Context: an optimization exercise on an open-source flow, tuned for small area, a short achievable clock period and few clock cycles per item. The choices shown serve that exercise and are no tape-out recipe. In this exercise RTL edits were held to simulation tests only and were not proved equivalent to the original.

==> flow/design.v (outline; a module is shown in full before it is edited, if it fits) <==
// module cellstep_coef: 269 lines
// module cellstep_div: 63 lines
// module cellstep_div_steps: 29 lines
// module cellstep: 4083 lines
module cellstep (
    input  wire        clk,
    input  wire        rst,
    input  wire        in_valid,
    output wire        in_ready,
    input  wire        rec_valid,
    input  wire        rec_pend,
    input  wire        rec_out,
    input  wire        hold,
    input  wire [31:0] dcur,
    input  wire [31:0] dstep,
    input  wire [31:0] gcur,
    input  wire [31:0] gstep,
    input  wire [15:0] nrem,
    input  wire [15:0] plen,
    input  wire [31:0] td,
    input  wire [31:0] tg,
    input  wire [31:0] x_m1,      
    input  wire [31:0] x_0,       
    input  wire [31:0] x_p1,      
    input  wire [31:0] x_p2,      
    output wire        out_valid,
    input  wire        out_ready,
    output wire        o_valid,
    output wire        o_pend,
    output wire [31:0] o_dcur,
    output wire [31:0] o_dstep,
    output wire [31:0] o_gcur,
    output wire [31:0] o_gstep,
    output wire [15:0] o_nrem,
    output wire [47:0] contrib
);
  // ...
==> flow/run.sh <==
#!/bin/bash
# synth_recipe.tcl (not shown) runs the flow's synth.tcl, then flattens the netlist and writes it again
# the make line also repeats each setting of config.mk as NAME=value (left out here)
make -C /OpenROAD-flow-scripts/flow DESIGN_CONFIG=/design/flow/config.mk WORK_HOME=/design/flow/orfs CLKGATE_MAP_FILE= SYNTH_SCRIPT=/design/flow/synth_recipe.tcl finish
==> flow/config.mk <==
export PLATFORM = sky130hd
export DESIGN_NAME = cellstep
export DESIGN_NICKNAME = cellstep
export VERILOG_FILES = /design/flow/design.v
export SDC_FILE = /design/flow/constraint.sdc
export NUM_CORES = 4
export LEC_CHECK = 0
export ABC_CLOCK_PERIOD_IN_PS = 4000
export CAP_MARGIN = 20
export CORE_MARGIN = 2
export CORE_UTILIZATION = 40
export SETUP_SLACK_MARGIN = 5
export SLEW_MARGIN = 20
export SYNTH_MEMORY_MAX_BITS = 32768
==> flow/constraint.sdc <==
create_clock -name core_clock -period 12.0 [get_ports {clk}]
set_input_delay 2.4000 -clock core_clock [delete_from_list [all_inputs] [get_ports {clk}]]
set_output_delay 2.4000 -clock core_clock [all_outputs]
set_load 0.01 [all_outputs]
==> results_dict.tcl, run 1 <==
set metrics [dict create \
    setup-tns-final_ns 0 \
    largest_reg_flops 64 \
    multi_input_gates 9978 \
    stdcell_area_um2 152000 \
    synth_top_family_by_area "adder cells" \
    met2_length_mm 217 \
    grt_util_all_layers_pct 29.7 \
    postCtsHoldBufs 0 \
    layout-drive-gt1-share_pct 8.87 \
    root_buffer "clkbuf_16" \
    top_register "t2a2" \
    synth_top_cell_area_share_pct 28.4 \
    synth_area_leaders "edfxtp_1 (28%), fa_1 (18%), xor2_1 (7.4%)" \
    final_cells 18200 \
    outcome "timing/DRC/antenna clean" \
    netlist_top_cells_count "edfxtp_1 (1250), inv_1 (1178), fa_1 (1174)" \
    wl_mm 515 \
    synth.most_common_cell "edfxtp_1" \
    min_path_type "reg2reg" \
    path_delay_family "buffers and inverters" \
    first_global_vias 107000 \
    slew_viol_final 0 \
    final_nets 16000 \
    buffers_excl_clock 1062 \
    tap_cells 4346 \
    cts_buffer_depth 4 \
    ys_ff_latch 1294 \
    finalWorstSetupSlack_ns 4.87 \
    endpoint "b2two1[2]" \
    critPathLaunch "dcur[12]" \
    place_inst 17700 \
    start_util_pct 40.3 \
]
Testbench counts, summed over its fixed seeds: cycles 6,301, items 4,800.
==> inputs of run 2 (changes only) <==
--- a/flow/config.mk
+++ b/flow/config.mk
@@ -11,3 +11,2 @@
 export CORE_UTILIZATION = 40
-export SETUP_SLACK_MARGIN = 5
 export SLEW_MARGIN = 20
==> results_dict.tcl, run 2 <==
set metrics [dict create \
    outcome "timing/DRC/antenna clean" \
    cts_num_sinks 1294 \
    top_register "t2a2" \
    grt_util_all_layers_pct 29.7 \
    via_per_inst 6.03 \
    route.vias.total 108000 \
    tritoncts "done" \
    relSlewSlack_pct 12.9 \
    syn-mean-instance-area_um2 9.83 \
    synth.most_common_cell "edfxtp_1" \
    detail_route.iter0.violations 12700 \
    fmax_mhz 108 \
    rows 210 \
    hpwl_mm 370 \
    cp-start-kind "register" \
    antenna_found_initial 52 \
    top_layer_used "met5" \
    grt_max_degree 146 \
    min_period_ns 9.25 \
    ys_ff_latch 1294 \
    slew_viol_final 0 \
    syn_inst 13400 \
    clk_pin_slew_ns 0.07 \
    start_util_pct 40.3 \
    post_cts_resized 0 \
    gp_congestion 1.03 \
    core_area_um2 328000 \
    whs_ns 0.333 \
    insertion_delay_ns 0.89 \
    port_buffers 555 \
    ioPinCount 556 \
    cts_buffers 158 \
    synth_top_cell_area_share_pct 28.4 \
    critical_path_class "reg2reg" \
    htree_levels 4 \
    cts_setup_buffers 0 \
    cts_buffer_depth 4 \
    root_buffer "clkbuf_16" \
    setup-violations-final 0 \
    dr_wl_met3_mm 59.2 \
    synth_area_leader_cell "edfxtp_1" \
    synth_area_um2 132000 \
    met2_length_mm 216 \
    wl_mm 508 \
    stdcell_area_um2 148000 \
    arrival_ns 9.92 \
    ys_seq_area_share_pct 29.1 \
    critPathMaxFanout 65 \
    mostFrequentLayoutCells "edfxtp_1 (1250), inv_1 (1174), fa_1 (1174)" \
    dieArea_um2 335000 \
    postCtsHoldBufs 0 \
    min_path_type "reg2reg" \
    fin_crit_sh_pct 77.1 \
    setup-tns-final_ns 0 \
    placed_area_um2 142000 \
    synth_ff_type "edfxtp_1" \
    drt-pass1-iter-count 7 \
    synth_area_leaders "edfxtp_1 (28%), fa_1 (18%), xor2_1 (7.4%)" \
    netlist_top_cells_count "edfxtp_1 (1250), inv_1 (1178), fa_1 (1174)" \
    top_regs "t2a2 (64), t2b2 (63)" \
    wl_met1_mm 206 \
    async_flop_share_pct 0 \
    grt_pass1_wl_mm 738 \
    avgRoutedWirePerCell_um 28.3 \
    rsz0062_at_grt "false" \
    largest_reg_flops 64 \
    crit_required_ns 12.67 \
    final_nets 15800 \
    layout-drive-gt1-share_pct 5.66 \
    synth-edff-count 1250 \
    first_global_vias 106000 \
    finalHoldViolCount 0 \
    drc_errors 0 \
    worstMarginPinSlew_ns 1.30 \
    maxCapViolCount 0 \
    mostFrequentLayoutCell "edfxtp_1" \
    finalWorstSetupSlack_ns 2.75 \
    ys_types 105 \
    syn_to_final_growth_pct 11.7 \
    skew_ns 0.0919 \
    ys_warn_count 4 \
    fill_cells 31300 \
    grt_overflow 0 \
    die_w_um 579 \
    dp_slack_ns 2.77 \
    die_h_um 579 \
    ant_nets 0 \
    critPathCaptureType "register" \
]
## run 2: stage by stage
step | std cells | utilization (%)
finish | 18000 | 45.0
global route | 18000 | 45.0
CTS | 17900 | 45.0
detailed placement | 17700 | 43.3
global placement | 17700 | 43.3
floorplan | 13400 | -
## run 2: logic make-up after synthesis
kind of cell | Yosys count | share of synthesized area [%]
and+or+nand+nor | 2601 | 9.27
muxes | 165 | 1.35
other | 1 | 0.00284
adders and majority gates | 1911 | 24.8
xor gates and xnor gates | 1751 | 11.6
DFF | 1294 | 29.1
AOI/OAI and AO/OA | 3540 | 17.6
buffers and inverters | 2177 | 6.26
## run 2: area by class of cell
cell class | count | area, um^2 | area share, %
timing repair buffer | 872 | 8000 | 5.42
inverter | 1189 | 4480 | 3.03
sequential | 1294 | 38400 | 26.0
clock inverter | 96 | 1190 | 0.807
tap | 4346 | 5440 | 3.69
antenna | 24 | 60.1 | 0.0407
clock buffer | 183 | 4120 | 2.79
multi-input combinational | 9970 | 85800 | 58.2
## run 2: per-layer routing
layer / track usage, % / vias up
li1: - / 47400
met1: 39.9 / 53300
met2: 44.3 / 6450
met3: 8.91 / 1274
met4: 13.1 / 34
met5: 0.0993 / -
## run 2: worst max-delay path, cell delays in order, from the launching register on
cell and delay (ns):
dfxtp_1 0.54, nor3b_2 0.12, nand2_4 0.64, buf_4 0.63, mux2i_1 0.26, buf_4 0.24
ha_1 0.33, a211oi_1 0.30, o21bai_1 0.20, a221oi_1 0.33, a21oi_1 0.19, a21oi_2 0.55
mux2i_1 0.24, o21ai_0 0.09, mux2i_1 0.49, ha_1 0.39, o21a_1 0.20, o31ai_1 0.11
a21oi_1 0.17, and4_1 0.26, o31a_1 0.34, a311oi_2 0.34, o21ai_0 0.19, nor4b_4 0.54
nand4_2 0.59, mux2_2 0.50, a221oi_2 0.25
## run 2: path summary, 6_finish.rpt
check | slack [ns] | cells past startpoint | endpoint | startpoint
max | 2.75 | 26 | u_div.rg[1] | u_div.busy
min | 0.33 | 0 | dstep2[12] | dstep1[12]
max reg2reg | 2.75 | 26 | u_div.rg[1] | u_div.busy
min reg2reg | 0.33 | 0 | dstep2[12] | dstep1[12]

afterwards: timing with drivers on the ports:
How much do the figures lean on ideal ports? The routed layouts below were timed once more, with nothing changed but the port constraints.
Step 1, drivers: a clkbuf_16 drives clk and a buf_2 each remaining input, both assumed.
Step 2 also shifts input and output timing later by t, the mid clock arrival at the registers, as if the neighbouring blocks saw the same clock.
a / b / c = ideal / step 1 / step 2; a / b = the first two.
run	shift t [ns]	setup WS [ns]	pins driven straight from the clock port
run 1	0.941	4.866 / 4.945 / 4.004	1
run 2	0.945	2.751 / 2.751 / 2.751	1
After both steps every run listed still meets setup and hold. The setup slack of run 1, which loses most, moves by +0.079 ns with the drivers and by -0.862 ns with both steps.
